Context: an optimization exercise on an open-source flow, tuned for small area, a short achievable clock period and few clock cycles. The choices shown serve that exercise and are no tape-out recipe. Function was checked by simulation only, so behaviour that the tests miss may differ from the original. No activity file was given, so power comes from the tool's default toggle rates.

==> design/flow/design.v <==
module cvu_ctx (
    input  wire        clk,
    input  wire        rst,
    input  wire        wr,
    input  wire [6:0]  off,
    input  wire [31:0] wdata,
    output wire        can_accept,
    input  wire [6:0]  roff,
    output reg  [31:0] rdata,
    output wire        idle,
    output wire        bad_write,
    output wire        half_feed
);
    localparam [6:0] O_CTL     = 7'h00, O_CFG     = 7'h04,
                     O_POLY_L  = 7'h08, O_POLY_H  = 7'h0C,
                     O_INIT_L  = 7'h10, O_INIT_H  = 7'h14,
                     O_XOR_L   = 7'h18, O_XOR_H   = 7'h1C,
                     O_FOLD_L  = 7'h20, O_FOLD_H  = 7'h24,
                     O_VAL_L   = 7'h28, O_VAL_H   = 7'h2C,
                     O_RES_L   = 7'h30, O_RES_H   = 7'h34,
                     O_COUNT   = 7'h38,
                     O_FEED8   = 7'h40, O_FEED16  = 7'h44,
                     O_FEED32  = 7'h48, O_F64_LO  = 7'h4C,
                     O_F64_HI  = 7'h50;
    localparam [1:0] K_FEED = 2'd0, K_START = 2'd1, K_SETV = 2'd2;
    function [63:0] width_mask(input [6:0] w);
        integer i;
        begin
            for (i = 0; i < 64; i = i + 1)
                width_mask[i] = (i < w);
        end
    endfunction
    function [63:0] crc_byte(input [63:0] v_in, input [7:0] b, input [6:0] w,
                             input refin, input [63:0] poly);
        integer i;
        reg [63:0] v;
        reg [63:0] m;
        reg bit_in, top;
        begin
            v = v_in;
            m = width_mask(w);
            for (i = 0; i < 8; i = i + 1) begin
                bit_in = refin ? b[i] : b[7 - i];
                top = v[w - 7'd1] ^ bit_in;
                v = (v << 1) & m;
                if (top)
                    v = v ^ poly;
            end
            crc_byte = v;
        end
    endfunction
    function [63:0] reflect_w(input [63:0] v, input [6:0] w);
        integer i;
        reg [63:0] r;
        begin
            for (i = 0; i < 64; i = i + 1)
                r[i] = v[63 - i];
            reflect_w = r >> (7'd64 - w);
        end
    endfunction
    reg        cfg_refin, cfg_refout;
    reg [3:0]  cfg_foldlen;
    reg [6:0]  cfg_width;
    reg [63:0] poly, init, xorout, fold;
    reg [31:0] f64_lo;
    reg        f64_lo_valid;
    reg [31:0] val_lo;
    reg        l_refin, l_refout;
    reg [3:0]  l_foldlen;
    reg [6:0]  l_width;
    reg [63:0] l_poly, l_xorout, l_fold;
    reg [63:0] v;
    reg [31:0] count;
    reg [1:0]  q_kind [0:7];
    reg [1:0]  q_len  [0:7];    
    reg [63:0] q_data [0:7];
    reg [2:0]  wp, rp;
    reg [3:0]  level;
    reg [3:0]  starts;          
    reg [3:0]  pos;             
    wire [63:0] cfg_mask = width_mask(cfg_width);
    wire [63:0] l_mask   = width_mask(l_width);
    wire is_start = (off == O_CTL) && wdata[31];
    wire is_setv  = (off == O_VAL_H);
    wire is_feed  = (off == O_FEED8) || (off == O_FEED16) ||
                    (off == O_FEED32) || (off == O_F64_HI);
    wire is_qwrite = is_start || is_setv || is_feed;
    wire is_cfgwrite = (off >= O_CFG) && (off <= O_FOLD_H);
    wire full = (level == 4'd8);
    assign can_accept = !(is_qwrite && full) && !(is_cfgwrite && starts != 4'd0);
    assign idle = (level == 4'd0);
    wire [6:0] new_width   = wdata[6:0];
    wire [3:0] new_foldlen = wdata[19:16];
    wire bad_width   = (new_width == 7'd0) || (new_width > 7'd64);
    wire bad_foldlen = (new_foldlen > 4'd8);
    assign bad_write = wr && (off == O_CFG) && (bad_width || bad_foldlen);
    assign half_feed = wr && (off == O_F64_HI) && !f64_lo_valid;
    reg [1:0]  e_kind, e_len;
    reg [63:0] e_data;
    always @(*) begin
        e_kind = K_FEED;
        e_len  = 2'd0;
        e_data = 64'd0;
        case (off)
            O_CTL:    e_kind = K_START;
            O_VAL_H:  begin e_kind = K_SETV; e_data = {wdata, val_lo}; end
            O_FEED8:  begin e_len = 2'd0; e_data = {56'd0, wdata[7:0]}; end
            O_FEED16: begin e_len = 2'd1; e_data = {48'd0, wdata[15:0]}; end
            O_FEED32: begin e_len = 2'd2; e_data = {32'd0, wdata}; end
            O_F64_HI: begin e_len = 2'd3; e_data = {wdata, f64_lo_valid ? f64_lo : 32'd0}; end
            default:  ;
        endcase
    end
    wire [1:0]  h_kind = q_kind[rp];
    wire [1:0]  h_len  = q_len[rp];
    wire [63:0] h_data = q_data[rp];
    wire [3:0]  h_bytes = 4'd1 << h_len;
    wire active = (level != 4'd0);
    reg        pop;
    wire push = wr && is_qwrite;
    wire [2:0]  fold_idx  = pos[2:0] - 3'd1;
    wire [7:0]  feed_byte = h_data[pos[2:0]*8 +: 8];
    wire [7:0]  fold_byte = l_fold[fold_idx*8 +: 8];
    wire [7:0]  in_byte   = (h_kind == K_START) ? fold_byte : feed_byte;
    wire [63:0] v_next    = crc_byte(v, in_byte, l_width, l_refin, l_poly);
    always @(*) begin
        pop = 1'b0;
        if (active) begin
            case (h_kind)
                K_FEED:  pop = (pos == h_bytes - 4'd1);
                K_START: pop = (pos == 4'd0) ? (cfg_foldlen == 4'd0) : (pos == l_foldlen);
                default: pop = 1'b1;
            endcase
        end
    end
    always @(posedge clk) begin
        if (rst) begin
            cfg_refin    <= 1'b1;
            cfg_refout   <= 1'b1;
            cfg_foldlen  <= 4'd0;
            cfg_width    <= 7'd32;
            poly         <= 64'h0000_0000_04C1_1DB7;
            init         <= 64'h0000_0000_FFFF_FFFF;
            xorout       <= 64'h0000_0000_FFFF_FFFF;
            fold         <= 64'd0;
            f64_lo       <= 32'd0;
            f64_lo_valid <= 1'b0;
            val_lo       <= 32'd0;
            l_refin      <= 1'b1;
            l_refout     <= 1'b1;
            l_foldlen    <= 4'd0;
            l_width      <= 7'd32;
            l_poly       <= 64'h0000_0000_04C1_1DB7;
            l_xorout     <= 64'h0000_0000_FFFF_FFFF;
            l_fold       <= 64'd0;
            v            <= 64'h0000_0000_FFFF_FFFF;
            count        <= 32'd0;
            wp           <= 3'd0;
            rp           <= 3'd0;
            level        <= 4'd0;
            starts       <= 4'd0;
            pos          <= 4'd0;
        end else begin
            if (wr) begin
                case (off)
                    O_CFG: begin
                        cfg_refin  <= wdata[31];
                        cfg_refout <= wdata[30];
                        if (!bad_width)   cfg_width   <= new_width;
                        if (!bad_foldlen) cfg_foldlen <= new_foldlen;
                    end
                    O_POLY_L: poly[31:0]    <= wdata & cfg_mask[31:0];
                    O_POLY_H: poly[63:32]   <= wdata & cfg_mask[63:32];
                    O_INIT_L: init[31:0]    <= wdata & cfg_mask[31:0];
                    O_INIT_H: init[63:32]   <= wdata & cfg_mask[63:32];
                    O_XOR_L:  xorout[31:0]  <= wdata & cfg_mask[31:0];
                    O_XOR_H:  xorout[63:32] <= wdata & cfg_mask[63:32];
                    O_FOLD_L: fold[31:0]    <= wdata;
                    O_FOLD_H: fold[63:32]   <= wdata;
                    O_VAL_L:  val_lo        <= wdata;
                    O_F64_LO: begin f64_lo <= wdata; f64_lo_valid <= 1'b1; end
                    O_F64_HI: f64_lo_valid  <= 1'b0;
                    default: ;
                endcase
            end
            if (push) begin
                q_kind[wp] <= e_kind;
                q_len[wp]  <= e_len;
                q_data[wp] <= e_data;
                wp <= wp + 3'd1;
            end
            if (pop)
                rp <= rp + 3'd1;
            level  <= level + {3'd0, push} - {3'd0, pop};
            starts <= starts + {3'd0, push && is_start} - {3'd0, pop && h_kind == K_START};
            if (active) begin
                pos <= pop ? 4'd0 : pos + 4'd1;
                case (h_kind)
                    K_FEED: begin
                        v <= v_next;
                        if (count != 32'hFFFF_FFFF)
                            count <= count + 32'd1;
                    end
                    K_START: begin
                        if (pos == 4'd0) begin
                            l_refin   <= cfg_refin;
                            l_refout  <= cfg_refout;
                            l_foldlen <= cfg_foldlen;
                            l_width   <= cfg_width;
                            l_poly    <= poly & cfg_mask;
                            l_xorout  <= xorout & cfg_mask;
                            l_fold    <= fold;
                            v         <= init & cfg_mask;
                            count     <= 32'd0;
                        end else begin
                            v <= v_next;
                        end
                    end
                    default: v <= h_data & l_mask;
                endcase
            end
        end
    end
    wire [63:0] result = (l_refout ? reflect_w(v, l_width) : v) ^ l_xorout;
    wire [63:0] poly_r = poly & cfg_mask;
    wire [63:0] init_r = init & cfg_mask;
    wire [63:0] xor_r  = xorout & cfg_mask;
    always @(*) begin
        case (roff)
            O_CFG:    rdata = {cfg_refin, cfg_refout, 10'd0, cfg_foldlen, 9'd0, cfg_width};
            O_POLY_L: rdata = poly_r[31:0];
            O_POLY_H: rdata = poly_r[63:32];
            O_INIT_L: rdata = init_r[31:0];
            O_INIT_H: rdata = init_r[63:32];
            O_XOR_L:  rdata = xor_r[31:0];
            O_XOR_H:  rdata = xor_r[63:32];
            O_FOLD_L: rdata = fold[31:0];
            O_FOLD_H: rdata = fold[63:32];
            O_VAL_L:  rdata = v[31:0];
            O_VAL_H:  rdata = v[63:32];
            O_RES_L:  rdata = result[31:0];
            O_RES_H:  rdata = result[63:32];
            O_COUNT:  rdata = count;
            default:  rdata = 32'd0;
        endcase
    end
endmodule
module cvu (
    input  wire        clk,
    input  wire        rst,
    input  wire        req_valid,
    output wire        req_ready,
    input  wire        req_write,
    input  wire [11:0] req_addr,
    input  wire [31:0] req_wdata,
    output reg         rsp_valid,
    output reg  [31:0] rsp_rdata,
    output wire        alert
);
    localparam NCTX = 2;
    localparam [11:0] A_STICKY   = 12'h000,
                      A_ALERT_EN = 12'h004,
                      A_CNT_BADW = 12'h008;
    reg [1:0]  sticky;       
    reg [1:0]  alert_en;
    reg [31:0] cnt_badw;
    assign alert = |(sticky & alert_en);
    wire        req_ctx_hit = (req_addr >= 12'h100) && (req_addr < 12'h100 + 12'h080 * NCTX);
    wire [11:0] req_rel     = req_addr - 12'h100;
    wire [3:0]  req_ctx     = req_rel[10:7];
    wire [6:0]  req_off     = {req_addr[6:2], 2'b00};
    reg         rd_pending;
    reg [11:0]  rd_addr;
    wire        rd_ctx_hit = (rd_addr >= 12'h100) && (rd_addr < 12'h100 + 12'h080 * NCTX);
    wire [11:0] rd_rel     = rd_addr - 12'h100;
    wire [3:0]  rd_ctx     = rd_rel[10:7];
    wire [6:0]  rd_off     = {rd_addr[6:2], 2'b00};
    wire        rd_waits   = rd_ctx_hit && (rd_off >= 7'h28) && (rd_off <= 7'h38);
    wire [NCTX-1:0] ctx_can_accept;
    wire [NCTX-1:0] ctx_idle;
    wire [NCTX-1:0] ctx_bad_write;
    wire [NCTX-1:0] ctx_half_feed;
    wire [31:0]     ctx_rdata [0:NCTX-1];
    wire req_blocked = req_write && req_ctx_hit && !ctx_can_accept[req_ctx];
    assign req_ready = !rd_pending && !req_blocked;
    wire accept = req_valid && req_ready;
    wire wr_acc = accept && req_write;
    genvar c;
    generate
        for (c = 0; c < NCTX; c = c + 1) begin : g_ctx
            cvu_ctx u_ctx (
                .clk        (clk),
                .rst        (rst),
                .wr         (wr_acc && req_ctx_hit && req_ctx == c),
                .off        (req_off),
                .wdata      (req_wdata),
                .can_accept (ctx_can_accept[c]),
                .roff       (rd_off),
                .rdata      (ctx_rdata[c]),
                .idle       (ctx_idle[c]),
                .bad_write  (ctx_bad_write[c]),
                .half_feed  (ctx_half_feed[c])
            );
        end
    endgenerate
    wire any_bad  = |ctx_bad_write;
    wire any_half = |ctx_half_feed;
    reg [31:0] rd_data;
    always @(*) begin
        rd_data = 32'd0;
        if (rd_ctx_hit)
            rd_data = ctx_rdata[rd_ctx];
        else if (rd_addr == A_STICKY)
            rd_data = {30'd0, sticky};
        else if (rd_addr == A_ALERT_EN)
            rd_data = {30'd0, alert_en};
        else if (rd_addr == A_CNT_BADW)
            rd_data = cnt_badw;
    end
    wire rd_done = rd_pending && (!rd_waits || ctx_idle[rd_ctx]);
    always @(posedge clk) begin
        if (rst) begin
            sticky     <= 2'b00;
            alert_en   <= 2'b11;
            cnt_badw   <= 32'd0;
            rd_pending <= 1'b0;
            rd_addr    <= 12'd0;
            rsp_valid  <= 1'b0;
            rsp_rdata  <= 32'd0;
        end else begin
            if (wr_acc && {req_addr[11:2], 2'b00} == A_STICKY)
                sticky <= sticky & ~req_wdata[1:0];
            else
                sticky <= sticky | {any_half, any_bad};
            if (wr_acc && {req_addr[11:2], 2'b00} == A_ALERT_EN)
                alert_en <= req_wdata[1:0];
            if (wr_acc && {req_addr[11:2], 2'b00} == A_CNT_BADW) begin
                if (req_wdata == 32'd0)
                    cnt_badw <= 32'd0;
            end else if (any_bad && cnt_badw != 32'hFFFF_FFFF) begin
                cnt_badw <= cnt_badw + 32'd1;
            end
            if (accept && !req_write) begin
                rd_pending <= 1'b1;
                rd_addr    <= {req_addr[11:2], 2'b00};
            end else if (rd_done) begin
                rd_pending <= 1'b0;
            end
            rsp_valid <= rd_done;
            if (rd_done)
                rsp_rdata <= rd_data;
        end
    end
endmodule
==> design/flow/run.sh <==
#!/bin/bash
# synth_recipe.tcl (not shown) runs the flow's synth.tcl, then flattens the netlist and writes it again
# the make line also repeats each setting of config.mk as NAME=value (left out here)
make -C /OpenROAD-flow-scripts/flow DESIGN_CONFIG=/design/flow/config.mk WORK_HOME=/design/flow/orfs CLKGATE_MAP_FILE= SYNTH_SCRIPT=/design/flow/synth_recipe.tcl finish
==> design/flow/config.mk <==
export PLATFORM = sky130hd
export DESIGN_NAME = cvu
export DESIGN_NICKNAME = cvu
export VERILOG_FILES = /design/flow/design.v
export SDC_FILE = /design/flow/constraint.sdc
export NUM_CORES = 8
export LEC_CHECK = 0
export CAP_MARGIN = 30
export CORE_MARGIN = 2
export CORE_UTILIZATION = 30
export PLACE_DENSITY = 0.45
export SLEW_MARGIN = 30
==> design/flow/constraint.sdc <==
create_clock -name core_clock -period 24.0 [get_ports {clk}]
set_input_delay 4.8000 -clock core_clock [delete_from_list [all_inputs] [get_ports {clk}]]
set_output_delay 4.8000 -clock core_clock [all_outputs]
set_load 0.01 [all_outputs]
==> results_dict.tcl <==
set metrics [dict create \
    outcome "timing/DRC/antenna clean" \
    grt_start_max_net_pins 171 \
    drv_cap 0 \
    synth_most_common_cell "nand2_1" \
    clockBufferDepth 4 \
    irDropWorstVdd_uv 130 \
    grt_pass1_vias 141000 \
    critPathMaxFanout 50 \
    antenna_found_initial 105 \
    synth_edf_count 1088 \
    num-fill-cells 53800 \
    finClkSkew_ns 0.0866 \
    clockRootBuffer "clkbuf_16" \
    die_h_um 723 \
    synth_top_flop_cell "dfxtp_1" \
    finalCritPeriodShare_pct 96.8 \
    avgRoutedWirePerCell_um 37.5 \
    crit_path_start "g_ctx[1].u_ctx.l_width[1]" \
    core_um2 516000 \
    hold_buffers 0 \
    max_stage_delay_ns 0.92 \
    crit_path_start_kind "flop" \
    start_util_pct 30.1 \
    p_sw_uw 12000 \
    power_density_nw_per_um2 135 \
    num_rows 264 \
    drc 0 \
    final_nets 17900 \
    drt-initial-drc-count 27800 \
    hp-start "g_ctx[0].u_ctx.xorout[62]" \
    io-pin-count 83 \
    finalHoldViolCount 0 \
    slew_violations 0 \
    max_freq_mhz 43.0 \
    switching_share_pct 50.3 \
    vias_per_cell 6.33 \
    p_comb_share_pct 61.3 \
    wirelength_um 937000 \
    synth.largest_area_cell "edfxtp_1" \
    cp-end-kind "flop" \
    clock_latency_ns 1.02 \
    netlist_top_cells_count "nand2_1 (2971), nor2_1 (1902), a21oi_1 (1547)" \
    reg2reg_depth 57 \
    numCtsBuffers 287 \
    syn_area_um2 155000 \
    yosysTopAreaCellShare_pct 21.0 \
    cts_resized 0 \
    max_slew_margin_pct 22.3 \
    timing.rr.start "g_ctx[1].u_ctx.l_width[1]" \
    hold_class "flop to flop" \
    clk_pin_slew_ns 0.06 \
    cpMostUsedCell "buf_4" \
    grt_pass1_wl_um 1250000 \
    overflow 0 \
    cts_tree "yes" \
    post-dp-hpwl_um 690000 \
    layout-drive-gt1-share_pct 14.5 \
    crit_arrival_ns 24.03 \
    drt_first_pass_iters 10 \
    yosysSeqAreaShare_pct 39.0 \
    post_cts_buffers 0 \
    finalPower_uw 23800 \
    tightest_slew_ns 1.15 \
    whs_ns 0.446 \
    setup_viol 0 \
    yosys_warnings 2 \
    setup_tns_ns 0 \
    cp_slowest_cell "a41oi_1" \
    path_depth 57 \
    synth_nets 18000 \
    avgSynthCellArea_um2 8.68 \
    die_w_um 723 \
    dieArea_um2 523000 \
    gp_congestion 1.05 \
    grt_use_total_pct 34.2 \
    ant_nets 0 \
    synth.area.top_cells "edfxtp_1 (21%), dfxtp_1 (18%), nand2_1 (7.2%)" \
    ys_seq_elements 2480 \
    critPathBufInv 8 \
    rsz0062_at_grt "false" \
    p_leak_uw 0.0563 \
    p_seq_share_pct 19.9 \
    async_flop_share_pct 0 \
    syn2layout_area_growth_pct 13.8 \
    vias 158000 \
    io_buffers 82 \
    yosysUniqueCellTypes 162 \
    path_class "flop to flop" \
    p_int_uw 11900 \
    clkSinkCount 2480 \
    pwr-share-clk_pct 18.8 \
    layout_min_cycle_time_ns 23.24 \
    whs_path_depth 2 \
    cp.required_ns 24.79 \
    crit_family "compound AO/OA/AOI/OAI gates" \
    cts_max_level 5 \
    synthCells 17900 \
]
area by class of cell:
| cell class | count | area [um2] | share of cell area [%] |
|---|---|---|---|
| Antenna cell | 57 | 143 | 0.0807 |
| Multi-Input combinational cell | 13600 | 87100 | 49.3 |
| Tap cell | 6916 | 8650 | 4.90 |
| Clock buffer | 391 | 8010 | 4.53 |
| Inverter | 252 | 948 | 0.537 |
| Sequential cell | 2480 | 60600 | 34.3 |
| Timing Repair Buffer | 1205 | 9780 | 5.53 |
| Clock inverter | 129 | 1420 | 0.805 |
routing by layer:
layer	GRT usage, %	share of wire, %	routed length [um]	vias to the layer above
met5	0.687	0.20	1860	-
met4	13.2	4.7	44500	90
met3	14.8	15	141000	2118
met2	47.1	39	370000	11500
met1	46.5	41	380000	79200
li1	-	-	-	65300
cells in the final DEF (no fill, tap or decap), types with 68 or more instances in the layout:
cell	instances
a221oi_1	82
nand3_1	581
clkbuf_16	289
a221o_1	72
a211oi_1	134
a21oi_1	1534
edfxtp_1	1088
inv_1	242
mux2i_1	297
o211ai_1	110
o221ai_1	122
a31oi_1	362
a211o_1	278
nand2_1	2955
mux2_2	98
xor2_1	442
a222oi_1	108
mux4_2	399
dfxtp_1	1372
nor3_1	187
nor4_1	97
o22ai_1	156
xnor2_1	624
a22o_1	69
nor2_1	1853
o21ai_1	75
and3_1	234
nand4_1	170
a22oi_1	123
a311oi_1	86
buf_4	1063
or3_1	81
o21ai_0	607
a32oi_1	68
and2_1	166
nand2b_1	71
power groups by stage:
| stage | Clock, uW | Sequential (uW) | Combinational [uW] |
|---|---|---|---|
| floorplan | 0 | 4680 | 8330 |
| global placement | 0 | 4820 | 13900 |
| detailed placement | 0 | 4810 | 13900 |
| CTS | 4540 | 4720 | 13900 |
| global route | 4710 | 4740 | 15000 |
| finish | 4480 | 4740 | 14600 |
worst min-delay path, cell delays in order (launching register included):
cell,delay [ns]
dfxtp_1,0.32
nand3_1,0.07
a21oi_1,0.06
path summary, 6_finish.rpt:
kind,endpoint,slack (ns)
hold reg to reg,g_ctx[0].u_ctx.l_xorout[62],0.45
hold / removal,g_ctx[0].u_ctx.l_xorout[62],0.45
setup / recovery,g_ctx[1].u_ctx.v[52],0.76
setup reg to reg,g_ctx[1].u_ctx.v[52],0.76
flip-flops by register name (all words and copies together), names as in the netlist, 128 cells and up, named ones only:
signal	flops
g_ctx.u_ctx.poly	128
g_ctx.u_ctx.l_poly	128
g_ctx.u_ctx.init	128
g_ctx.u_ctx.v	128
g_ctx.u_ctx.l_xorout	128
g_ctx.u_ctx.fold	128
g_ctx.u_ctx.xorout	128
g_ctx.u_ctx.q_data	1024
g_ctx.u_ctx.l_fold	128
kinds of logic after synthesis:
kind of cell    synth area share (%)
xor+xnor                        6.19
mux                             8.71
compound gates                  20.4
fa+ha+maj                      0.390
flops                           39.0
buf+inv                         5.75
simple gates                    19.5
stage by stage:
stage / area [um2] / setup slack, ns / util (%) / instances
after global routing: 177000 / 0.935 / 34.2 / 24900
final: 177000 / 0.756 / 34.2 / 25000
after global placement: 166000 / 2.21 / 32.2 / 24400
after CTS: 176000 / 2.22 / 34.1 / 24900
after detailed placement: 167000 / 2.27 / 32.3 / 24400
after floorplan: 155000 / 6.86 / - / 17900
Testbench counts, summed over its fixed seeds: cycles 75,291.

## what the ideal ports hide
The flow's constraints put no driver on any port. The routed layout listed below was extracted and timed again, unchanged, in two steps.
Step 1 sets driving cells, clkbuf_16 on the clock port and buf_2 on the other inputs (assumed; they add their load-dependent delay and slew).
Step 2 also shifts input and output timing later by t, the mid clock arrival at the registers, as if the neighbouring blocks saw the same clock.
Three values: ideal, step 1, step 2; two values: the first two.
t, ns: 1.094
setup slack, ns: 0.756 / 0.756 / 0.756
worst setup path after step 2: register to register
cell pins on the clock port's net: 1
After both steps setup and hold are still met in this run. The setup slack of this run moves by 0.000 ns with the drivers and by 0.000 ns with both steps.
